Context: an optimization exercise on an open-source flow, tuned for small area, a short achievable clock period and few clock cycles per item. The choices shown serve that exercise and are no tape-out recipe. For this run, only the layout was checked, not whether the RTL still works.

==> design/flow/design.v <==
module ext48_mac (
    input  wire [47:0] acc,
    input  wire [47:0] a,
    input  wire [47:0] b,
    output reg  [47:0] r
);
    wire        a_zero = (a[46:39] == 8'd0);
    wire        b_zero = (b[46:39] == 8'd0);
    wire        c_zero = (acc[46:39] == 8'd0);
    wire [39:0] sig_a = {1'b1, a[38:0]};
    wire [39:0] sig_b = {1'b1, b[38:0]};
    wire [79:0] prod  = sig_a * sig_b;
    wire signed [11:0] pe_raw = $signed({4'd0, a[46:39]}) + $signed({4'd0, b[46:39]}) - 12'sd127;
    wire signed [11:0] p_exp  = prod[79] ? pe_raw + 12'sd1 : pe_raw;
    wire [79:0]        p_sig  = prod[79] ? prod : {prod[78:0], 1'b0};
    wire               p_sign = a[47] ^ b[47];
    wire signed [11:0] c_exp  = $signed({4'd0, acc[46:39]});
    wire [79:0]        c_sig  = {1'b1, acc[38:0], 40'd0};
    wire               c_sign = acc[47];
    wire p_bigger = c_zero || (p_exp > c_exp) || ((p_exp == c_exp) && (p_sig >= c_sig));
    wire signed [11:0] big_exp  = p_bigger ? p_exp  : c_exp;
    wire [79:0]        big_sig  = p_bigger ? p_sig  : c_sig;
    wire               big_sign = p_bigger ? p_sign : c_sign;
    wire [79:0]        sml_sig  = p_bigger ? c_sig  : p_sig;
    wire signed [11:0] sml_exp  = p_bigger ? c_exp  : p_exp;
    wire signed [11:0] diff = big_exp - sml_exp;
    wire [7:0]         sh   = (diff > 12'sd120) ? 8'd120 : diff[7:0];
    wire [167:0] sml_wide = {1'b0, sml_sig, 3'b000, 84'd0} >> sh;
    wire [83:0]  big_f    = {1'b0, big_sig, 3'b000};
    wire [83:0]  sml_f    = c_zero ? 84'd0 : {sml_wide[167:85], sml_wide[84] | (|sml_wide[83:0])};
    wire         eff_sub  = p_sign ^ c_sign;
    wire [83:0]  sum      = eff_sub ? big_f - sml_f : big_f + sml_f;
    reg  [6:0]   lz;
    integer      i;
    always @(*) begin
        lz = 7'd84;
        for (i = 0; i < 84; i = i + 1)
            if (sum[i]) lz = 7'd83 - i[6:0];
    end
    wire [83:0]        norm    = sum << lz;
    wire signed [11:0] n_exp   = big_exp + 12'sd1 - $signed({5'd0, lz});
    wire [39:0]        keep    = norm[83:44];
    wire               rbit    = norm[43];
    wire               sticky  = |norm[42:0];
    wire               inc     = rbit & (sticky | keep[0]);
    wire [40:0]        rounded = {1'b0, keep} + {40'd0, inc};
    wire signed [11:0] r_exp   = rounded[40] ? n_exp + 12'sd1 : n_exp;
    wire [38:0]        r_frac  = rounded[40] ? 39'd0 : rounded[38:0];
    always @(*) begin
        if (a_zero || b_zero)
            r = acc;
        else if (sum == 84'd0)
            r = 48'd0;
        else if (r_exp < 12'sd1)
            r = {big_sign, 47'd0};
        else if (r_exp > 12'sd255)
            r = {big_sign, 8'hFF, {39{1'b1}}};
        else
            r = {big_sign, r_exp[7:0], r_frac};
    end
endmodule
module biquad_chain (
    input  wire        clk,
    input  wire        rst,
    input  wire        coef_we,
    input  wire [3:0]  coef_sel,
    input  wire [31:0] coef_data,
    input  wire        in_valid,
    output wire        in_ready,
    input  wire [31:0] in_x,
    output reg         out_valid,
    output reg  [31:0] out_y
);
    localparam NSEC = 2;
    function [47:0] f32_to_ext;
        input [31:0] f;
        begin
            if (f[30:23] == 8'd0)
                f32_to_ext = {f[31], 47'd0};
            else
                f32_to_ext = {f[31], f[30:23], f[22:0], 16'd0};
        end
    endfunction
    function [31:0] ext_to_port;
        input [47:0] v;
        reg   [24:0] m;
        reg   [8:0]  e;
        begin
            if (v[46:39] == 8'd0) begin
                ext_to_port = {v[47], 31'd0};
            end else begin
                m = {2'b01, v[38:16]} + {24'd0, v[15] & ((|v[14:0]) | v[16])};
                e = {1'b0, v[46:39]};
                if (m[24]) begin
                    e = e + 9'd1;
                    m = {2'b01, 23'd0};
                end
                if (e > 9'd135 || (e == 9'd135 && m[22:0] != 23'd0))
                    ext_to_port = {v[47], 8'd135, 23'd0};
                else
                    ext_to_port = {v[47], e[7:0], m[22:0]};
            end
        end
    endfunction
    reg [31:0] coef [0:5*NSEC-1];
    reg [47:0] x1 [0:NSEC-1];
    reg [47:0] x2 [0:NSEC-1];
    reg [47:0] y1 [0:NSEC-1];
    reg [47:0] y2 [0:NSEC-1];
    reg        busy;
    reg [0:0]  sec;
    reg [2:0]  term;
    reg [47:0] cur;    
    reg [47:0] acc;
    assign in_ready = !busy;
    reg [47:0] op_c;
    reg [47:0] op_v;
    always @(*) begin
        op_c = f32_to_ext(coef[5*sec + term]);
        if (term >= 3'd3)
            op_c[47] = ~op_c[47];
        case (term)
            3'd0:    op_v = cur;
            3'd1:    op_v = x1[sec];
            3'd2:    op_v = x2[sec];
            3'd3:    op_v = y1[sec];
            default: op_v = y2[sec];
        endcase
    end
    wire [47:0] mac_r;
    ext48_mac u_mac (.acc(acc), .a(op_c), .b(op_v), .r(mac_r));
    integer k;
    always @(posedge clk) begin
        if (rst) begin
            busy      <= 1'b0;
            sec       <= 1'b0;
            term      <= 3'd0;
            cur       <= 48'd0;
            acc       <= 48'd0;
            out_valid <= 1'b0;
            out_y     <= 32'd0;
            for (k = 0; k < NSEC; k = k + 1) begin
                x1[k] <= 48'd0;
                x2[k] <= 48'd0;
                y1[k] <= 48'd0;
                y2[k] <= 48'd0;
            end
            for (k = 0; k < 5*NSEC; k = k + 1)
                coef[k] <= (k % 5 == 0) ? 32'h3F80_0000 : 32'd0;
        end else begin
            out_valid <= 1'b0;
            if (coef_we && coef_sel < 5*NSEC)
                coef[coef_sel] <= coef_data;
            if (!busy) begin
                if (in_valid) begin
                    busy <= 1'b1;
                    sec  <= 1'b0;
                    term <= 3'd0;
                    cur  <= f32_to_ext(in_x);
                    acc  <= 48'd0;
                end
            end else begin
                if (term != 3'd4) begin
                    acc  <= mac_r;
                    term <= term + 3'd1;
                end else begin
                    x2[sec] <= x1[sec];
                    x1[sec] <= cur;
                    y2[sec] <= y1[sec];
                    y1[sec] <= mac_r;
                    cur     <= mac_r;
                    acc     <= 48'd0;
                    term    <= 3'd0;
                    if (sec == NSEC - 1) begin
                        busy      <= 1'b0;
                        out_valid <= 1'b1;
                        out_y     <= ext_to_port(mac_r);
                    end else begin
                        sec <= sec + 1'b1;
                    end
                end
            end
        end
    end
endmodule
==> design/flow/run.sh <==
#!/bin/bash
# synth_recipe.tcl (not shown) runs the flow's synth.tcl, then flattens the netlist and writes it again
# the make line also repeats each setting of config.mk as NAME=value (left out here)
make -C /OpenROAD-flow-scripts/flow DESIGN_CONFIG=/design/flow/config.mk WORK_HOME=/design/flow/orfs CLKGATE_MAP_FILE= SYNTH_SCRIPT=/design/flow/synth_recipe.tcl finish
==> design/flow/config.mk <==
export PLATFORM = sky130hd
export DESIGN_NAME = biquad_chain
export DESIGN_NICKNAME = biquad_chain
export VERILOG_FILES = /design/flow/design.v
export SDC_FILE = /design/flow/constraint.sdc
export NUM_CORES = 4
export LEC_CHECK = 0
export CAP_MARGIN = 20
export CORE_MARGIN = 2
export CORE_UTILIZATION = 25
export PLACE_DENSITY = 0.4
export SLEW_MARGIN = 20
==> design/flow/constraint.sdc <==
create_clock -name core_clock -period 36.0 [get_ports {clk}]
set_input_delay 7.2000 -clock core_clock [delete_from_list [all_inputs] [get_ports {clk}]]
set_output_delay 7.2000 -clock core_clock [all_outputs]
set_load 0.01 [all_outputs]
==> impl_metrics.tcl <==
set metrics [dict create \
    relSlewSlack 0.1523 \
    ios 106 \
    final_common_cell "nor2_1" \
    ys_seq_area_frac 0.2613 \
    fin_crit_sh 0.9658 \
    globalRouteOverflowTotal 0 \
    min_path_type "flop to flop" \
    synth-simple-area-share 0.1933 \
    synth-compound-area-share 0.1871 \
    avgSynthCellArea_sq_um 8.593 \
    setup-violations-final 0 \
    cts_buffer_depth 3 \
    skew_ns 0.04630 \
    wl_mm 595.2 \
    die-height_microns 677.2 \
    synth_cells 13190 \
    synth_top_family_by_area "adder cells" \
    grt_max_degree 140 \
    grt_pass1_wl_mm 835.1 \
    hold_slack_ns 0.4595 \
    place_area_sq_um 125100 \
    syn_area_sq_um 113300 \
    fp.dieW_microns 677.2 \
    synth_edf_count 896 \
    synth_flop_cell "edfxtp_1" \
    cts_tree "done" \
    setup_tns_ns 0 \
    numCtsBuffers 100 \
    post-dp-hpwl_mm 465.9 \
    nets 14870 \
    numPortBuffers 105 \
    cp_slowest_cell "a21boi_1" \
    core_sq_um 451800 \
    insertion_delay_ns 0.72 \
    tightest_slew_ns 1.258 \
    start_util 0.2508 \
    ys_warn_count 2 \
    synth_cell_types 146 \
    cts_htree_levels 3 \
    dieArea_sq_um 458600 \
    hold_viol 0 \
    reg2reg_depth 113 \
    drc 0 \
    drive_gt1_frac 0.1023 \
    rows 247 \
    area_growth_pct 13.58 \
    clkTransAtPathRegs_ns 0.06 \
    min_period_ns 34.77 \
    critPathLaunchType "flop" \
    antenna_left 0 \
    drtIter0Drc 11340 \
    final_cell_mix "nor2_1, nand2_1, inv_1" \
    status "timing/DRC/antenna clean" \
    clock_sinks 1031 \
    max-cap-violations 0 \
    cts_root_buf "clkbuf_16" \
    worstSetupEndpointType "flop" \
    synthMuxAreaShare 0.05812 \
    vias 106900 \
    stdcell_area_sq_um 128700 \
    cp_max_fo 35 \
    async_flop_share 0 \
    gp_congestion 0.9969 \
    detail_route.vias_per_cell 5.479 \
    track_usage 0.2512 \
    synth_xor_area_frac 0.01934 \
    antenna_found_initial 25 \
    first_global_vias 105000 \
    firstDrtPassIters 8 \
    worst_path_most_repeated_cell "a21oi_1" \
    final_max_slew_viol_count 0 \
    path_class "flop to flop" \
    max_stage_delay_ns 0.82 \
    hold_depth 2 \
    ys_ff_latch 1031 \
    rsz0062_at_grt "no" \
    cp.required_ns 36.61 \
    crit_arrival_ns 35.38 \
    wl_per_cell_microns 30.51 \
    yosys.area_share.adder 0.2060 \
    clock.fmax_mhz 28.76 \
]
## sequential cells by signal, indices dropped and copies added, names as in the netlist, 3 cells and up, named ones only
signal,flops
acc,48
coef,512
cur,48
out_y,32
term,3
x1,96
x2,96
y1,96
y2,96
## final timing paths
kind	startpoint	endpoint	slack, ns
min	out_y[29]$_SDFFE_PP0P_	out_y[29]$_SDFFE_PP0P_	0.46
max reg2reg	term[1]$_SDFFE_PP0P_	out_y[26]$_SDFFE_PP0P_	1.23
min reg2reg	out_y[29]$_SDFFE_PP0P_	out_y[29]$_SDFFE_PP0P_	0.46
max	term[1]$_SDFFE_PP0P_	out_y[26]$_SDFFE_PP0P_	1.23
## metrics by stage
step | util | setup slack (ns) | std cells
global route | 0.2848 | 0.02598 | 19500
global placement | 0.2768 | 0.1191 | 19290
finish | 0.2848 | 1.232 | 19510
floorplan | - | 4.697 | 13380
detailed placement | 0.2769 | 0.2159 | 19290
CTS | 0.2839 | 0.1044 | 19480
## cell usage after synthesis, types with 53 or more instances
master     instances  area [sq um]
buf_2            113         565.5
nand2b_1         106         663.1
nor4_1            93         581.8
o31ai_1          100         750.7
and2_1           235          1470
o21ai_0          534          2673
a2111oi_0         60         525.5
xnor2_1          158          1384
clkbuf_1         585          2196
mux2i_1          317          3173
a21oi_1          672          3363
and3_1            92         575.6
o21a_1            73         548.0
fa_1             838         16780
or2_2             55         344.1
a211oi_1         134          1006
xor2_1            79         691.9
inv_1           1267          4756
o221ai_1          53         464.2
edfxtp_1         896         26910
a21o_1           124         930.9
dfxtp_1          135          2703
ha_1             525          6569
or3_1             55         344.1
a31oi_1          127         794.5
nand3_1          292          1461
o22ai_1          157         982.2
nor2_1          1781          6685
a22oi_1          111         833.3
o21bai_1          71         533.0
nand4_1          121         757.0
mux4_2           130          2928
nand2_1         1459          5477
o21ai_1           70         350.3
buf_1             99         371.6
o211ai_1         149          1119
nor3_1           319          1597
## worst max-delay path: cells and delay by family (launching register included)
family / cells / cell delay, ns
buffers and inverters: 16 / 4.12
xor gates and xnor gates: 2 / 0.37
adders and majority gates: 14 / 6.08
AOI/OAI and AO/OA: 52 / 15.42
DFF: 1 / 0.67
and+or+nand+nor: 27 / 7.32
muxes: 2 / 0.48
## layer usage
| layer | vias to the layer above | part of all wire | GRT usage |
|---|---|---|---|
| li1 | 46810 | - | - |
| met1 | 54420 | 0.44 | 0.3444 |
| met2 | 4639 | 0.44 | 0.3945 |
| met3 | 1002 | 0.067 | 0.03603 |
| met4 | 16 | 0.050 | 0.1053 |
| met5 | - | 0.00017 | 0 |
## final cells by class
cell class	count	area, sq um
timing repair buffer	811	6733
inverter	1287	4855
multi-input combinational	10210	76790
fill	48890	323100
antenna	9	22.52
clock buffer	136	2699
sequential	1031	29620
clock inverter	49	501.7
tap	5976	7477
## kinds of logic (layout without fill, tap and decap cells)
family          after synthesis  in the layout
other cells                   1            201
buf+inv                    2137           2283
simple gates               4840           4840
xor+xnor                    243            243
fa+ha+maj                  1363           1363
flops                      1031           1031
compound gates             3080           3080
mux                         490            490
## timing repair
item                                    CTS  global route
setup buffers                             0            18
hold buffers                              0             0
resized for setup                         0            34
endpoints found under the setup margin    0           144

-- static timing again, ports no longer ideal --
No port has a modelled driver above. Below, the same layout with a new extraction and two added sets of constraints.
Step 1 sets driving cells, clkbuf_16 on the clock port and buf_2 on the other inputs (assumed; they add their load-dependent delay and slew).
Step 2 moves the port delays by t, midway between the first and last clock arrival at a register: inputs arrive t later, outputs are due t later. That takes back most of the time a late clock gives input paths.
Three values: ideal ports, drivers, drivers and shift; two values: the first two.
shift t [ns]: 0.809
setup slack, ns: 1.232 / 1.232 / 1.232
worst hold slack (ns): 0.460 / 0.460 / 0.460
pins driven straight from the clock port: 1
After both steps setup and hold are still met in this run. For this run, drivers alone change the setup slack by 0.000 ns; drivers and shift together by 0.000 ns.
